Background: an optimization exercise with open tools, aiming at small area, a short achievable clock period and few clock cycles. Do not read the settings as production practice. In this exercise RTL edits were held to simulation tests only and were not proved equivalent to the original.

==> flow/design.v (excerpt) <==
module vbc_block_decoder (
    input  wire        clk,
    input  wire        rst,           
    input  wire        in_valid,
    output wire        in_ready,
    input  wire [31:0] in_data,       
    input  wire [4:0]  in_w,          
    output reg         out_valid,
    output wire [15:0] out_sample,    
    output reg         out_last       
);
make LEC_CHECK=0 ABC_AREA=1 CAP_MARGIN=5 CORE_MARGIN=2 CORE_UTILIZATION=40 CTS_CLUSTER_DIAMETER=100 CTS_CLUSTER_SIZE=25 SETUP_SLACK_MARGIN=4.25 SLEW_MARGIN=5 finish   # period 10.0 ns
run.sh (not shown) runs the stock make flow with config.mk's settings and CLKGATE_MAP_FILE= SYNTH_SCRIPT=/design/flow/synth_recipe.tcl, a recipe that flattens the netlist after the stock synthesis.
The first run ran to the end with no violations.
Testbench counts at the start, summed over its fixed seeds: cycles 98,969.
Edit:
--- a/flow/config.mk
+++ b/flow/config.mk
@@ -7,9 +7,9 @@
 export LEC_CHECK = 0
 export ABC_AREA = 1
-export CAP_MARGIN = 5
+export CAP_MARGIN = 20
 export CORE_MARGIN = 2
 export CORE_UTILIZATION = 40
 export CTS_CLUSTER_DIAMETER = 100
 export CTS_CLUSTER_SIZE = 25
-export SETUP_SLACK_MARGIN = 4.25
-export SLEW_MARGIN = 5
+export SETUP_SLACK_MARGIN = 4.4
+export SLEW_MARGIN = 20
The changed run went through all stages and came out clean. Sequential cell count stays the same. Final cell count increases slightly. Utilization goes up by 0.88 points. Clock-buffer cell count stays the same. Via count rises slightly. Global-route usage barely changes. Final area is higher slightly. Setup slack gets better by 0.083 ns. First-iteration DRC count decreases by about a fifth. Area after synthesis does not change.
Edit:
--- a/flow/config.mk
+++ b/flow/config.mk
@@ -9,7 +9,7 @@
 export CAP_MARGIN = 20
 export CORE_MARGIN = 2
-export CORE_UTILIZATION = 40
+export CORE_UTILIZATION = 35
 export CTS_CLUSTER_DIAMETER = 100
 export CTS_CLUSTER_SIZE = 25
-export SETUP_SLACK_MARGIN = 4.4
+export SETUP_SLACK_MARGIN = 4.25
 export SLEW_MARGIN = 20
After rerunning: Core utilization shrinks by 6.2 points. Cell area barely changes. Critical path depth grows by 10. Worst setup slack loses 0.13 ns.
Edit:
--- a/flow/config.mk
+++ b/flow/config.mk
@@ -9,7 +9,8 @@
 export CAP_MARGIN = 20
 export CORE_MARGIN = 2
-export CORE_UTILIZATION = 35
+export CORE_UTILIZATION = 55
 export CTS_CLUSTER_DIAMETER = 100
 export CTS_CLUSTER_SIZE = 25
-export SETUP_SLACK_MARGIN = 4.25
+export PLACE_DENSITY = 0.7
+export SETUP_SLACK_MARGIN = 4.0
 export SLEW_MARGIN = 20
Result: The changed run ran to the end with no violations. Design area came out lower by a few percent. Cell count came out lower by a little under a tenth. Hold slack gets worse by 0.012 ns. Non-clock buffer count falls by 14.
Edit:
--- a/flow/config.mk
+++ b/flow/config.mk
@@ -9,8 +9,8 @@
 export CAP_MARGIN = 20
 export CORE_MARGIN = 2
-export CORE_UTILIZATION = 55
+export CORE_UTILIZATION = 48
 export CTS_CLUSTER_DIAMETER = 100
 export CTS_CLUSTER_SIZE = 25
-export PLACE_DENSITY = 0.7
-export SETUP_SLACK_MARGIN = 4.0
+export PLACE_DENSITY = 0.65
+export SETUP_SLACK_MARGIN = 4.25
 export SLEW_MARGIN = 20
The new run finished with timing, DRC and antenna clean. Clock-buffer cell count came out higher by 1. Non-clock buffer count rose by 13. Sequential cell count does not change. Die area rose by 14%.
Edit:
--- a/flow/config.mk
+++ b/flow/config.mk
@@ -9,8 +9,7 @@
 export CAP_MARGIN = 20
 export CORE_MARGIN = 2
-export CORE_UTILIZATION = 48
+export CORE_UTILIZATION = 40
 export CTS_CLUSTER_DIAMETER = 100
 export CTS_CLUSTER_SIZE = 25
-export PLACE_DENSITY = 0.65
 export SETUP_SLACK_MARGIN = 4.25
 export SLEW_MARGIN = 20
Result:
- The new run completed with no timing, DRC or antenna violations
- non-clock buffer count goes down by 11
- synthesized area does not change
- synthesized cell count stays the same
- clock skew goes down by 0.010 ns
- cell area stays flat
- die area goes up by 20%
- first-iteration DRC count goes down by 1.7%
- wire length goes up by 3.0%
- global-route usage goes down by 2.9 points

## separate check: timing with driven ports
How much do the figures lean on ideal ports? The routed layouts below were timed once more, with nothing changed but the port constraints.
Step 1, drivers: a clkbuf_16 drives clk and a buf_2 each remaining input, both assumed.
Step 2, shift: input delay + t, output delay - t, t = (earliest + latest rising clock arrival at the registers) / 2. This alone moves slack from input paths to output paths.
Slacks: ideal / step 1 / step 2; pairs: ideal / step 1.
run	shift t [ns]	slack for setup (ns)	worst setup path after step 2	worst register clock-pin slew, ns	worst data-port slew with drivers (ns)
the first run	0.605	4.495 / 4.495 / 4.495	register to register	0.10 / 0.10	0.04
the second run	0.607	4.578 / 4.578 / 4.578	register to register	0.10 / 0.10	0.04
the third run	0.619	4.453 / 4.453 / 4.453	register to register	0.10 / 0.10	0.04
the fourth run	0.597	4.356 / 4.356 / 4.356	register to register	0.10 / 0.10	0.04
the fifth run	0.604	4.569 / 4.569 / 4.569	register to register	0.10 / 0.10	0.04
the sixth run	0.605	4.609 / 4.609 / 4.609	register to register	0.10 / 0.10	0.04
After both steps every run listed still meets setup and hold.
